Source: an optimization exercise on an open RTL-to-GDS flow (aim: small area, a short achievable clock period and few clock cycles per item). Production flows keep margins and buffers that such runs may drop. In this exercise RTL edits were held to simulation tests only and were not proved equivalent to the original. Power and IR drop assume default switching activity.

quartz:
==> flow/design.v (excerpt) <==
module chord_mac (
    input  wire        clk,
    input  wire        rst,
    input  wire        in_valid,
    output wire        in_ready,
    input  wire [2:0]  in_op,
    input  wire        in_x,
    input  wire [31:0] in_a,
    input  wire [31:0] in_b,
    input  wire        in_frac,
    input  wire        in_wrap,
    input  wire        in_rnd,
    input  wire [1:0]  in_form,
    input  wire [6:0]  in_sh7,
    output reg         out_valid,
    output reg  [71:0] out_data,
    output reg         out_flag
);
    localparam [2:0] OP_MPY  = 3'd0;
    localparam [2:0] OP_MAC  = 3'd1;
    localparam [2:0] OP_MSU  = 3'd2;
    localparam [2:0] OP_CLRX = 3'd3;
    localparam [2:0] OP_LDX  = 3'd4;
    localparam [2:0] OP_EXT  = 3'd5;
    assign in_ready = 1'b1;
    genvar gi, gl, gn;
    wire i_msu = (in_op == OP_MSU);
    wire i_ldx = (in_op == OP_LDX);
    reg        v0, x0, mpy0, mac0, msu0, ext0, clr0, ldx0;
    reg        wrap0, rnd0, spec0;
    reg [1:0]  form0;
    reg [6:0]  sh0;
    reg [32:0] ma0;                  
    reg [15:0] one0, two0, neg0;     
    always @(posedge clk) begin
        v0    <= in_valid & ~rst;
        x0    <= in_x;
        mpy0  <= (in_op == OP_MPY);
        mac0  <= (in_op == OP_MAC);
        msu0  <= i_msu;
        ext0  <= (in_op == OP_EXT);
        clr0  <= (in_op == OP_CLRX);
        ldx0  <= i_ldx;
        wrap0 <= in_wrap;
        rnd0  <= in_rnd;
        form0 <= in_form;
        sh0   <= in_sh7;
        ma0   <= i_ldx ? {in_b, 1'b0} : in_frac ? {in_a, 1'b0} : {in_a[31], in_a};
        spec0 <= in_frac & ~i_ldx & (in_a == 32'h8000_0000) & (in_b == 32'h8000_0000);
    end
    generate
        for (gi = 0; gi < 16; gi = gi + 1) begin : g_benc
            wire bh = in_b[2*gi+1];
            wire bm = in_b[2*gi];
            wire bl = (gi == 0) ? 1'b0 : in_b[2*gi-1];
            always @(posedge clk) begin
                one0[gi] <= i_ldx ? in_a[gi]    : bm ^ bl;
                two0[gi] <= i_ldx ? in_a[16+gi] : (bh & ~bm & ~bl) | (~bh & bm & bl);
                neg0[gi] <= ~i_ldx & (bh ^ i_msu);
            end
        end
    endgenerate
    wire [31:0] al   = {two0, one0};
    wire [15:0] onee = one0 & {16{~ldx0}};
  ...
Settings: LEC_CHECK=0, CAP_MARGIN=20, CORE_MARGIN=2, CORE_UTILIZATION=40, CTS_CLUSTER_DIAMETER=100, CTS_CLUSTER_SIZE=24, SLEW_MARGIN=20; clock period 22.0 ns.
standard.sh (not shown) runs the stock make flow with config.mk's settings and CLKGATE_MAP_FILE= SYNTH_SCRIPT=/design/flow/synth_recipe.tcl, a recipe that flattens the netlist after the stock synthesis.
==> flow/flow/run.sh <==
#!/bin/bash
set -euo pipefail
VARS=(SETUP_SLACK_MARGIN=16.5 "BUFFER_PORTS_ARGS=-buffer_cell sky130_fd_sc_hd__buf_2")
R="$PWD/orfs/results/${FLOW_PLATFORM:-sky130hd}/chord_mac/base"
bash standard.sh "${VARS[@]}" synth > synth.log 2>&1
cp "$R/1_2_yosys.v" "$R/1_2_yosys.std.v"
python3 flow/fixpol.py "$R/1_2_yosys.v" > fixpol.log 2>&1
sleep 1
touch "$R/1_2_yosys.v"
bash standard.sh "${VARS[@]}" finish > standard_flow.log 2>&1
Other scripts of this flow, unchanged in this note and not shown: flow/flow/fixpol.py
Testbench counts of quartz, summed over its fixed seeds: cycles 24,040, items 24,000.
The inputs of raven differ from those of quartz as listed below.
--- a/flow/design.v
+++ b/flow/design.v
@@ -1150,14 +1150,15 @@
         end else begin
             if (t2a & ~(mm & ha)) ha <= mm & ovf & ~wrap1;
             if (t2b & ~(mm & hb)) hb <= mm & ovf & ~wrap1;
         end
     end
     wire        sgs  = ~accr[71];
-    wire        sgn  = accr[71] ^ hold;
-    wire [71:0] oc   = {1'b0, {71{hold}} | (accr[70:0] ^ {71{accr[71]}})};
+    wire [71:0] acce = hold ? {sgs, {71{~sgs}}} : accr;
+    wire        sgn  = acce[71];
+    wire [71:0] oc   = acce ^ {72{sgn}};
     wire [6:0]  kk   = k321 ? sh1 + 7'd32 : sh1;
     wire [6:0]  sint = kk + 7'd23;
     wire [6:0]  qq   = kk + (w641 ? 7'd64 : 7'd32);    
     wire [127:0] lzin = {56'd0, oc};
     wire [8*128-1:0]   lv;
     wire [8*128*7-1:0] lp;
@@ -1199,14 +1200,13 @@
         flag2b <= mm & ~hold & ovf;
         hib2b  <= hibad;
         sat2b  <= mm & (hold | (ovf & ~wrap1));
         satn2b <= hold ? sgs : sum[72];
         s2b    <= ext1 ? (flt1 ? msb : sint) : 7'd23;
         sh2b   <= sh1;
-        r2b    <= ({72{~ext1}} & sum[71:0]) | ({72{ext1 & ~hold}} & accr) |
-                  ({72{ext1 & hold}} & {sgs, {71{~sgs}}});
+        r2b    <= ext1 ? acce : sum[71:0];
     end
     wire        fill = sgn2b;
     wire [96:0] sx0 = {fill, r2b, 24'd0};
     wire [96:0] sx1 = s2b[6] ? {{64{fill}}, sx0[96:64]} : sx0;
     wire [96:0] sx2 = s2b[5] ? {{32{fill}}, sx1[96:32]} : sx1;
     wire [96:0] sx3 = s2b[4] ? {{16{fill}}, sx2[96:16]} : sx2;
@@ -1246,39 +1246,39 @@
     wire [65:0] vr   = {u3[66:26], u3[25:1] ^ {25{finv}}} + {65'd0, up};
     wire vW   = w643 ? vr[64] : vr[32];
     wire vW1  = w643 ? vr[63] : vr[31];
     wire satp = ~sgn3 & (hib3 | vW | vW1);
     wire satq =  sgn3 & (hib3 | (vW & ~vW1));
     wire isat = satp | satq;
+    wire [31:0] lo_sat = satp ? (w643 ? 32'hFFFF_FFFF : 32'h7FFF_FFFF) : (w643 ? 32'h0000_0000 : 32'h8000_0000);
+    wire [31:0] hi_sat = satp ? 32'h7FFF_FFFF : 32'h8000_0000;
+    wire [31:0] ilo    = isat ? lo_sat : vr[31:0];
+    wire [31:0] ihi    = isat ? hi_sat : vr[63:32];
     wire [7:0]  fe   = e3 + {7'd0, vr[24]};
-    wire nx    = ~oz3 & ~ext3;                  
-    wire ix    = ~oz3 & ext3 & ~flt3;           
-    wire fx    = ~oz3 & ext3 & flt3;            
-    wire vs_n  = nx & ~sat3;
-    wire ks_n  = nx & sat3;                     
-    wire vs_i  = ix & ~isat;
-    wire ks_i  = ix & isat;                     
-    wire vs_lo = vs_n | vs_i | fx;              
-    wire vs_mi = vs_n | vs_i;                   
-    wire vs_hi = vs_n | (vs_i & w643);          
-    wire kb_lo = (ks_n & ~satn3) | (ks_i & satp);                   
-    wire kb_31 = (ks_n & ~satn3) | (ks_i & (w643 ? satp : satq));   
-    wire kb_hi = (ks_n & ~satn3) | (ks_i & w643 & satp);            
-    wire kb_63 = (ks_n & ~satn3) | (ks_i & w643 & satq);            
-    wire kb_gd = ks_n & ~satn3;                                     
-    wire kb_71 = ks_n & satn3;                                      
-    wire [71:0] dsel;
-    assign dsel[22:0]  = ({23{vs_lo}} & vr[22:0]) | {23{kb_lo}};
-    assign dsel[30:23] = ({8{vs_mi}} & vr[30:23]) | ({8{fx}} & fe) | {8{kb_lo}};
-    assign dsel[31]    = (vs_mi & vr[31]) | (fx & sgn3) | kb_31;
-    assign dsel[62:32] = ({31{vs_hi}} & vr[62:32]) | {31{kb_hi}};
-    assign dsel[63]    = (vs_hi & vr[63]) | kb_63;
-    assign dsel[65:64] = ({2{vs_n}} & vr[65:64]) | {2{kb_gd}};
-    assign dsel[70:66] = ({5{vs_n}} & rh3[4:0]) | {5{kb_gd}};
-    assign dsel[71]    = (vs_n & rh3[5]) | kb_71;
-    wire        fsel   = (nx & flag3) | ks_i;
+    wire [31:0] fres = {sgn3, fe, vr[22:0]};
+    reg [71:0] dsel;
+    reg        fsel;
+    always @* begin
+        if (!ext3) begin
+            dsel = sat3 ? {satn3, {71{~satn3}}} : {rh3, vr[65:0]};
+            fsel = flag3;
+        end else if (flt3) begin
+            dsel = {40'd0, fres};
+            fsel = 1'b0;
+        end else if (w643) begin
+            dsel = {8'd0, ihi, ilo};
+            fsel = isat;
+        end else begin
+            dsel = {40'd0, ilo};
+            fsel = isat;
+        end
+        if (oz3) begin
+            dsel = 72'd0;
+            fsel = 1'b0;
+        end
+    end
     always @(posedge clk) begin
         out_valid <= v3 & ~rst;
         out_data  <= dsel;
         out_flag  <= fsel;
     end
 endmodule
Notes after the runs:
Total number of vias delta (raven − quartz): unfavourable. Comparing raven and quartz, via count of the first global-routing pass is lower on quartz. Going from quartz to raven, worst slew margin relative to its limit shrinks by 1.3 points. Compared with quartz, number of clock buffers in the layout in raven increased by a few percent. | post-detailed-routing wire length | quartz vs raven | ≈ equal |. Summary of raven over quartz: inverter count of the layout excluding clock inverters fell 0.50%; cell area after layout rose 0.40%; internal power about even; proportion of power drawn by combinational gates about even; core box area about even. Comparing raven with quartz, the height of the die came out essentially unchanged.
Testbench counts of raven, summed over its fixed seeds: cycles 24,040, items 24,000.

-- port drivers added, routing unchanged --
The results above use ideal ports. As a check the final layouts listed here were re-extracted and re-timed, cells and wires unchanged. Step 1 sets driving cells, clkbuf_16 on the clock port and buf_2 on the other inputs (assumed; they add their load-dependent delay and slew). Step 2 also shifts input and output timing later by t, the mid clock arrival at the registers, as if the neighbouring blocks saw the same clock. Three values: no drivers, after step 1, after step 2; two values: the first two.
| run | t, ns | setup slack, ns | worst setup path after step 2 | worst slew at a driven data input, ns |
|---|---|---|---|---|
| quartz | 0.718 | 16.487 / 16.412 / 15.981 | input to register | 0.07 |
| raven | 0.718 | 16.491 / 16.416 / 15.932 | input to register | 0.06 |
After both steps setup and hold are still met in every run listed. For raven, which loses most, drivers alone change the setup slack by -0.075 ns; drivers and shift together by -0.559 ns.
